Background: an optimization exercise with open tools, aiming at small area, a short achievable clock period and few clock cycles per item. Do not read the settings as production practice.
The RTL of this run was laid out without a check of its function.

`design/flow/standard.sh`:
```
#!/bin/bash
# synth_recipe.tcl (not shown) runs the flow's synth.tcl, then flattens the netlist and writes it again
# the make line also repeats each setting of config.mk as NAME=value (left out here)
make -C /OpenROAD-flow-scripts/flow DESIGN_CONFIG=/design/flow/config.mk WORK_HOME=/design/flow/orfs CLKGATE_MAP_FILE= SYNTH_SCRIPT=/design/flow/synth_recipe.tcl "${@:-finish}"
```
`design/flow/config.mk`:
```
export PLATFORM = sky130hd
export DESIGN_NAME = aes_enc_core
export DESIGN_NICKNAME = aes_enc_core
export VERILOG_FILES = /design/flow/design.v
export SDC_FILE = /design/flow/constraint.sdc
export NUM_CORES = 8
export LEC_CHECK = 0
export CAP_MARGIN = 20
export CORE_MARGIN = 2
export CORE_UTILIZATION = 60
export PLACE_DENSITY = 0.7
export SETUP_SLACK_MARGIN = 5
export SLEW_MARGIN = 20
```
`design/flow/flow/run.sh`:
```
#!/bin/bash
set -euo pipefail
rm -rf scripts
cp -r "$FLOW_HOME/scripts" scripts
cat > scripts/abc_speed.script <<'EOT'
&get -n
&st
&dch
&nf -R 1000
&put
buffer -c
topo
stime -c
upsize -c
dnsize -c
EOT
bash standard.sh SCRIPTS_DIR="$PWD/scripts" SETUP_SLACK_MARGIN=5.6 \
  "BUFFER_PORTS_ARGS=-buffer_cell sky130_fd_sc_hd__buf_1" \
  "CTS_ARGS=-sink_clustering_enable -repair_clock_nets -dont_use_dummy_load -sink_clustering_size 24 -sink_clustering_max_diameter 120" finish > standard.log 2>&1
```
`design/flow/constraint.sdc`:
```
create_clock -name core_clock -period 9.0 [get_ports {clk}]
set_input_delay 1.8000 -clock core_clock [delete_from_list [all_inputs] [get_ports {clk}]]
set_output_delay 1.8000 -clock core_clock [all_outputs]
set_load 0.01 [all_outputs]
```
`design/flow/design.v`:
```
module aes_sbox_top (
    input  wire [7:0]  in,
    output wire [3:0]  inv,
    output wire [17:0] tv      
);
    wire U0 = in[7], U1 = in[6], U2 = in[5], U3 = in[4];
    wire U4 = in[3], U5 = in[2], U6 = in[1], U7 = in[0];
    wire T1 = U0 ^ U3;
    wire T2 = U0 ^ U5;
    wire T3 = U0 ^ U6;
    wire T4 = U3 ^ U5;
    wire T5 = U4 ^ U6;
    wire T6 = T1 ^ T5;
    wire T7 = U1 ^ U2;
    wire T8 = U7 ^ T6;
    wire T9 = U7 ^ T7;
    wire T10 = T6 ^ T7;
    wire T11 = U1 ^ U5;
    wire T12 = U2 ^ U5;
    wire T13 = T3 ^ T4;
    wire T14 = T6 ^ T11;
    wire T15 = T5 ^ T11;
    wire T16 = T5 ^ T12;
    wire T17 = T9 ^ T16;
    wire T18 = U3 ^ U7;
    wire T19 = T7 ^ T18;
    wire T20 = T1 ^ T19;
    wire T21 = U6 ^ U7;
    wire T22 = T7 ^ T21;
    wire T23 = T2 ^ T22;
    wire T24 = T2 ^ T10;
    wire T25 = T20 ^ T17;
    wire T26 = T3 ^ T16;
    wire T27 = T1 ^ T12;
    wire M1 = T13 & T6;
    wire M2 = T23 & T8;
    wire M3 = T14 ^ M1;
    wire M4 = T19 & U7;
    wire M5 = M4 ^ M1;
    wire M6 = T3 & T16;
    wire M7 = T22 & T9;
    wire M8 = T26 ^ M6;
    wire M9 = T20 & T17;
    wire M10 = M9 ^ M6;
    wire M11 = T1 & T15;
    wire M12 = T4 & T27;
    wire M13 = M12 ^ M11;
    wire M14 = T2 & T10;
    wire M15 = M14 ^ M11;
    wire M16 = M3 ^ M2;
    wire M17 = M5 ^ T24;
    wire M18 = M8 ^ M7;
    wire M19 = M10 ^ M15;
    wire M20 = M16 ^ M13;
    wire M21 = M17 ^ M15;
    wire M22 = M18 ^ M13;
    wire M23 = M19 ^ T25;
    wire M24 = M22 ^ M23;
    wire M25 = M22 & M20;
    wire M26 = M21 ^ M25;
    wire M27 = M20 ^ M21;
    wire M28 = M23 ^ M25;
    wire M29 = M28 & M27;
    wire M30 = M26 & M24;
    wire M31 = M20 & M23;
    wire M32 = M27 & M31;
    wire M33 = M27 ^ M25;
    wire M34 = M21 & M22;
    wire M35 = M24 & M34;
    wire M36 = M24 ^ M25;
    wire M37 = M21 ^ M29;
    wire M38 = M32 ^ M33;
    wire M39 = M23 ^ M30;
    wire M40 = M35 ^ M36;
    assign inv = {M37, M38, M39, M40};
    assign tv  = {T1, T2, T3, T4, T6, T8, T9, T10, T13, T15, T16, T17, T19, T20,
                  T22, T23, T27, U7};
endmodule
module aes_sbox_bot (
    input  wire [17:0] tv,
    input  wire [3:0]  inv,
    output wire [7:0]  out
);
    wire T1 = tv[17], T2 = tv[16], T3 = tv[15], T4 = tv[14], T6 = tv[13];
    wire T8 = tv[12], T9 = tv[11], T10 = tv[10], T13 = tv[9], T15 = tv[8];
    wire T16 = tv[7], T17 = tv[6], T19 = tv[5], T20 = tv[4], T22 = tv[3];
    wire T23 = tv[2], T27 = tv[1], U7 = tv[0];
    wire M37 = inv[3], M38 = inv[2], M39 = inv[1], M40 = inv[0];
    wire M41 = M38 ^ M40;
    wire M42 = M37 ^ M39;
    wire M43 = M37 ^ M38;
    wire M44 = M39 ^ M40;
    wire M45 = M42 ^ M41;
    wire M46 = M44 & T6;
    wire M47 = M40 & T8;
    wire M48 = M39 & U7;
    wire M49 = M43 & T16;
    wire M50 = M38 & T9;
    wire M51 = M37 & T17;
    wire M52 = M42 & T15;
    wire M53 = M45 & T27;
    wire M54 = M41 & T10;
    wire M55 = M44 & T13;
    wire M56 = M40 & T23;
    wire M57 = M39 & T19;
    wire M58 = M43 & T3;
    wire M59 = M38 & T22;
    wire M60 = M37 & T20;
    wire M61 = M42 & T1;
    wire M62 = M45 & T4;
    wire M63 = M41 & T2;
    wire Q1 = M48 ^ M51;
    wire Q2 = M47 ^ M50;
    wire Q3 = M56 ^ Q2;
    wire Q4 = M61 ^ Q1;
    wire Q5 = M62 ^ Q4;
    wire Q6 = M58 ^ M63;
    wire Q7 = M49 ^ M59;
    wire Q8 = M52 ^ M60;
    wire Q9 = Q6 ^ Q8;
    wire Q10 = M62 ^ Q3;
    wire Q11 = M55 ^ Q3;
    wire Q12 = Q11 ^ Q5;
    wire Q13 = M46 ^ M58;
    wire Q14 = Q13 ^ Q7;
    wire Q15 = Q14 ^ Q5;
    wire Q16 = M59 ^ M50;
    wire Q17 = M51 ^ M61;
    wire Q18 = M58 ^ Q16;
    wire Q19 = M54 ^ M53;
    wire Q20 = Q18 ^ Q17;
    wire Q21 = M62 ^ Q20;
    wire Q22 = Q19 ^ Q21;
    wire Q23 = M50 ^ M48;
    wire Q24 = M46 ^ M48;
    wire Q25 = M57 ^ M56;
    wire Q26 = M60 ^ M61;
    wire Q27 = M54 ^ M61;
    wire Q28 = Q24 ^ Q27;
    wire Q29 = Q28 ^ Q9;
    wire Q30 = M46 ^ M49;
    wire Q31 = M46 ^ M49;
    wire Q32 = Q23 ^ M58;
    wire Q33 = Q25 ^ M54;
    wire Q34 = M53 ^ Q32;
    wire Q35 = M62 ^ Q26;
    wire Q36 = Q33 ^ Q30;
    wire Q37 = Q36 ^ Q35;
    wire Q38 = Q34 ^ Q37;
    wire Q39 = M61 ^ M55;
    wire Q40 = Q31 ^ Q39;
    wire Q41 = Q10 ^ Q40;
    wire Q42 = M56 ^ M47;
    wire Q43 = Q42 ^ M61;
    wire Q44 = M46 ^ M52;
    wire Q45 = M55 ^ M53;
    wire Q46 = M62 ^ Q44;
    wire Q47 = Q43 ^ Q46;
    wire Q48 = Q45 ^ Q47;
    wire Q49 = M50 ^ M56;
    wire Q50 = M61 ^ M52;
    wire Q51 = M49 ^ Q49;
    wire Q52 = M55 ^ M53;
    wire Q53 = Q51 ^ M62;
    wire Q54 = Q50 ^ Q52;
    wire Q55 = Q53 ^ Q54;
    assign out[7] = Q55;
    assign out[6] = ~Q48;
    assign out[5] = ~Q29;
    assign out[4] = Q41;
    assign out[3] = Q12;
    assign out[2] = Q38;
    assign out[1] = ~Q22;
    assign out[0] = ~Q15;
endmodule
module aes_enc_core (
    input  wire         clk,
    input  wire         rst,         
    input  wire         in_valid,
    output wire         in_ready,
    input  wire         key_256,     
    input  wire [255:0] key,
    input  wire [127:0] block_in,
    output reg          out_valid,
    output wire [127:0] block_out
);
    genvar i;
    integer b;
    reg  [127:0] st1;
    reg  [255:0] k1;
    reg  [31:0]  kw1;
    reg          busy1, mode1, last1;
    reg  [3:0]   round1;
    reg  [7:0]   rcon1;
    reg  [351:0] m2;         
    reg  [87:0]  km2;        
    reg  [255:0] k2;
    reg          busy2, mode2, last2;
    reg  [3:0]   round2;
    reg  [7:0]   rcon2;
    reg  [127:0] out_q;
    reg          in_ready_q;
    reg          free_q;     
    assign block_out = out_q;
    assign in_ready = in_ready_q;
    wire load = in_ready;
    wire [63:0]  inv1;
    wire [287:0] tv1;
    wire [15:0]  kinv1;
    wire [71:0]  ktv1;
    generate
        for (i = 0; i < 16; i = i + 1) begin : g_sbt
            aes_sbox_top u_t (.in(st1[127-8*i -: 8]), .inv(inv1[63-4*i -: 4]),
                              .tv(tv1[287-18*i -: 18]));
        end
        for (i = 0; i < 4; i = i + 1) begin : g_ksbt
            aes_sbox_top u_t (.in(kw1[31-8*i -: 8]), .inv(kinv1[15-4*i -: 4]),
                              .tv(ktv1[71-18*i -: 18]));
        end
    endgenerate
    wire [31:0] kx_sub;
    generate
        for (i = 0; i < 4; i = i + 1) begin : g_ksbb
            aes_sbox_bot u_b (.tv(km2[87-22*i -: 18]), .inv(km2[69-22*i -: 4]),
                              .out(kx_sub[31-8*i -: 8]));
        end
    endgenerate
    wire        kx_rot = !mode2 || round2[0];
    wire [31:0] b0 = k2[255:224] ^ {kx_rot ? rcon2 : 8'h00, 24'h0};
    wire [31:0] b1 = b0 ^ k2[223:192];
    wire [31:0] b2 = b1 ^ k2[191:160];
    wire [31:0] b3 = b2 ^ k2[159:128];
    wire [127:0] next_words = {b0, b1, b2, b3} ^ {4{kx_sub}};
    wire [127:0] this_key = mode2 ? k2[127:0] : next_words;
    wire         rot_next = !mode2 || !round2[0];
    wire [31:0]  kw_next  = rot_next ? {next_words[23:0], next_words[31:24]}
                                     : next_words[31:0];
    wire [31:0]  kw_load  = key_256 ? {key[23:0], key[31:24]}
                                    : {key[151:128], key[159:152]};
    wire [127:0] sub;
    generate
        for (i = 0; i < 16; i = i + 1) begin : g_sbb
            aes_sbox_bot u_b (.tv(m2[351-22*i -: 18]), .inv(m2[333-22*i -: 4]),
                              .out(sub[127-8*i -: 8]));
        end
    endgenerate
    wire [127:0] shifted;
    generate
        for (i = 0; i < 16; i = i + 1) begin : g_sr
            localparam integer R = i % 4;
            localparam integer C = i / 4;
            localparam integer SRC = ((C + R) % 4) * 4 + R;
            assign shifted[127-8*i -: 8] = sub[127-8*SRC -: 8];
        end
    endgenerate
    wire [127:0] mixed;
    generate
        for (i = 0; i < 4; i = i + 1) begin : g_mc
            wire [7:0] a0 = shifted[127-32*i -: 8];
            wire [7:0] a1 = shifted[119-32*i -: 8];
            wire [7:0] a2 = shifted[111-32*i -: 8];
            wire [7:0] a3 = shifted[103-32*i -: 8];
            wire [7:0] t  = a0 ^ a1 ^ a2 ^ a3;
            wire [7:0] d0 = a0 ^ a1;
            wire [7:0] d1 = a1 ^ a2;
            wire [7:0] d2 = a2 ^ a3;
            wire [7:0] d3 = a3 ^ a0;
            wire [7:0] x0 = {d0[6:0], 1'b0} ^ (d0[7] ? 8'h1b : 8'h00);
            wire [7:0] x1 = {d1[6:0], 1'b0} ^ (d1[7] ? 8'h1b : 8'h00);
            wire [7:0] x2 = {d2[6:0], 1'b0} ^ (d2[7] ? 8'h1b : 8'h00);
            wire [7:0] x3 = {d3[6:0], 1'b0} ^ (d3[7] ? 8'h1b : 8'h00);
            assign mixed[127-32*i -: 8] = a0 ^ t ^ x0;
            assign mixed[119-32*i -: 8] = a1 ^ t ^ x1;
            assign mixed[111-32*i -: 8] = a2 ^ t ^ x2;
            assign mixed[103-32*i -: 8] = a3 ^ t ^ x3;
        end
    endgenerate
    always @(posedge clk) begin
        for (b = 0; b < 16; b = b + 1)
            m2[351-22*b -: 22] <= {tv1[287-18*b -: 18], inv1[63-4*b -: 4]};
        for (b = 0; b < 4; b = b + 1)
            km2[87-22*b -: 22] <= {ktv1[71-18*b -: 18], kinv1[15-4*b -: 4]};
        k2     <= k1;
        mode2  <= mode1;
        round2 <= round1;
        last2  <= last1;
        rcon2  <= rcon1;
        out_q <= shifted ^ this_key;
        if (free_q) begin
            k1  <= key;
            kw1 <= kw_load;
        end else begin
            k1  <= {this_key, next_words};
            kw1 <= kw_next;
        end
        if (load) begin
            st1    <= block_in ^ key[255:128];
            mode1  <= key_256;
            round1 <= 4'd1;
            last1  <= 1'b0;
            rcon1  <= 8'h01;
        end else begin
            st1    <= mixed ^ this_key;
            mode1  <= mode2;
            round1 <= round2 + 4'd1;
            last1  <= (round2 == (mode2 ? 4'd13 : 4'd9));
            rcon1  <= kx_rot ? ({rcon2[6:0], 1'b0} ^ (rcon2[7] ? 8'h1b : 8'h00)) : rcon2;
        end
    end
    always @(posedge clk) begin
        if (rst) begin
            busy1      <= 1'b0;
            busy2      <= 1'b0;
            out_valid  <= 1'b0;
            in_ready_q <= 1'b1;
            free_q     <= 1'b1;
        end else begin
            busy2     <= busy1;
            busy1     <= load ? in_valid : (busy2 && !last2);
            out_valid <= busy2 && last2;
            free_q     <= !busy1 || last1;
            in_ready_q <= (!busy1 || last1) &&
                          (load ? (!in_valid || !key_256)
                                : (!busy2 || last2 || !mode2 || round2 >= 4'd4));
        end
    end
endmodule
```
==> results.txt <==
## worst max-delay path, stage by stage (launching register included)
cell and delay (ns):
dfxtp_4 0.41, xor2_4 0.19, buf_4 0.14, buf_4 0.10
nand2_1 0.14, xnor2_1 0.18, xnor2_1 0.23, xnor2_2 0.14
xnor2_2 0.22, buf_6 0.17, xor2_4 0.22, xor2_1 0.18
buf_4 0.22, xor2_2 0.17, nor2_1 0.07, a21oi_2 0.23
buf_4 0.18, xor2_4 0.19
## synth_stat cells, types with 5 or more instances
cell type  instances  area, um2
nand2b_1           7       43.8
o21ai_0          433       2170
nor2_1           268       1010
dfxtp_1         1273      25500
xor2_1          1043       9140
a21oi_1          228       1140
nor3_1            10       50.1
xnor2_1         1698      14900
xnor2_2           23        374
a22oi_1            5       37.5
a21oi_2           14        123
xor2_2            21        342
a31oi_1            8       50.1
and2_1            23        144
inv_1             81        304
buf_1             13       48.8
ha_1              42        526
o21ai_1           19       95.1
nand2_1          919       3450
nand2_2            6       37.5
o22ai_1            8       50.1
clkbuf_1         134        503
mux2_2             5       56.3
## area by class of cell
cell class	count	share of cell area
inverter	81	0.00417
timing repair buffer	845	0.0673
sequential	1273	0.351
tap	1298	0.0223
multi-input combinational	4808	0.535
clock buffer	59	0.0202
antenna	5	0.000172
## final timing paths
path	slack (ns)	startpoint	cells after the start	endpoint
max reg2reg	5.54	km2[25]	17	out_q[13]
min	0.32	k1[147]	0	k2[147]
min reg2reg	0.32	k1[147]	0	k2[147]
max	5.54	km2[25]	17	out_q[13]
## timing repair
action / 4_1_cts / 5_1_grt
resized for setup: 344 / 420
pin swaps: 97 / 155
setup endpoints to repair: 346 / 194
setup buffers: 128 / 162
## registers in the layout, indices dropped and copies added, names as in the netlist, 4 cells and up
| register | count |
|---|---|
| out_q | 128 |
| m2 | 352 |
| round2 | 4 |
| k2 | 256 |
| st1 | 128 |
| km2 | 88 |
| rcon2 | 8 |
| kw1 | 32 |
| k1 | 256 |
| rcon1 | 8 |
| round1 | 4 |
## routing by layer
metal	vias to the layer above	GRT usage	part of all wire	wire length (um)
li1	21000	-	-	-
met1	21600	0.466	0.41	78200
met2	1832	0.585	0.47	89700
met3	433	0.0361	0.068	13100
met4	10	0.175	0.061	11700
met5	-	0	0.00031	59
## cell families (layout without fill, tap and decap cells)
group	after synthesis	count (layout)	share of synthesized area
XOR/XNOR	2788	2788	0.411
flip-flops	1273	1273	0.423
AND/OR/NAND/NOR	1243	1243	0.0794
AO/OA/AOI/OAI	727	727	0.0624
buffers and inverters	230	985	0.0144
adder cells (fa/ha/maj)	42	42	0.00871
multiplexers	8	8	0.00143
other	0	5	0
## per-stage QoR
step                worst slack (ns)  std cells
CTS                             5.36       8202
floorplan                       5.74       6311
global route                    5.35       8367
global placement                4.59       8015
finish                          5.54       8369
detailed placement              4.51       8015
==> results.toml <==
[floorplan]
fp.dieH_um = 321
die_w_um = 321
die_area_um2 = 103000
start_util = 0.604
io_pins = 518
core_um2 = 99900
placementRows = 116

[logic_synthesis]
synth.avg_cell_area_um2 = 9.56
syn_inst = 6311
synth_edf_count = 0
synth-async-reset-ratio = 0
yosys.cell_types.count = 40
synth_ff_type = "dfxtp_1"
synth_seq_cells = 1273
yosys_warnings = 1
yosysSeqAreaShare = 0.423
syn_nets = 6741
syn_area_um2 = 60300

[critical_path]
cp.required_ns = 9.63
cp_max_fo = 4
critPathKind = "flop to flop"
end_kind = "flop"
start_kind = "flop"
worst-endpoint-arrival_ns = 4.09

[cells_and_area]
areaGrowthSynthToFinish_pct = 21.0
multiInputGateArea_um2 = 39000
layout_commonest_cell = "xnor2_1"
fill_cells = 7323
final_cell_mix = "1464 x xnor2_1, 1228 x dfxtp_1, 881 x nand2_1"
drive_gt1_frac = 0.146
area.sequential_um2 = 25600
nNetsFinal = 7498
fin_area_um2 = 72900
finalCoreUtilization = 0.730

[routing]
ant_nets = 0
route.detailed.drc = 0
drt-pass1-iter-count = 6
viasPerCell = 5.36
wl_per_cell_um = 23.0
drt_iter0_drc = 4125
vias = 44900
routed_wl_um = 193000

[run_status]
outcome = "no timing/DRC/antenna violations"

[timing]
fin_crit_sh = 0.385
hold_viol = 0
max_slew_margin = 0.360
rsz0062_at_grt = "true"
tns_ns = 0
maxSlewViolCount = 0
setup_violations = 0
max_slew.worst_pin.slew_ns = 0.960
final.min_clock_period_ns = 3.46
fin_skew_ns = 0.0560
max_freq_ghz = 0.289
fin_hold_ws_ns = 0.325

[placed_design]
port_buffers = 517
hpwl_um = 147000
gp_congestion = 1.00
place_area_um2 = 63600

[clock_network]
numCtsBuffers = 59
cts_root_buf = "clkbuf_16"
clk_pin_slew_ns = 0.10
cts_tree = "done"
clock_latency_ns = 0.72
clockBufferDepth = 3
clock_sinks = 1273
cts_max_level = 2
cts_hold_buf = 0

[min_path]
hp-class = "flop to flop"

[global_routing]
grt_pass1_wl_um = 271000
grt_overflow = 0
track_usage = 0.355
grt_pass1_vias = 43100
antenna_found_initial = 15
grt_max_degree = 198

[job]
drv_cap = 0

## separate check: timing with driven ports
No port has a modelled driver above. Below, the same layout with a new extraction and two added sets of constraints. Step 1: set_driving_cell puts a clkbuf_16 on clk and a buf_2 on each other input, an assumption about the parent block. Step 2 adds t to the input delays and takes it off the output delays; t is the mean of the earliest and latest rising clock arrival at the registers after step 1. Input paths then give back, and output paths get back, about the clock's delay inside the block. a / b / c = ideal / step 1 / step 2; a / b = the first two.
shift t [ns]: 0.768
setup WS [ns]: 5.537 / 5.537 / 5.537
worst hold slack (ns): 0.325 / 0.325 / 0.325
clock arrival spread, ns: 0.058 / 0.059
worst register clock-pin slew, ns: 0.11 / 0.11
After both steps setup and hold are still met in this run. The setup slack of this run moves by 0.000 ns with the drivers and by 0.000 ns with both steps.
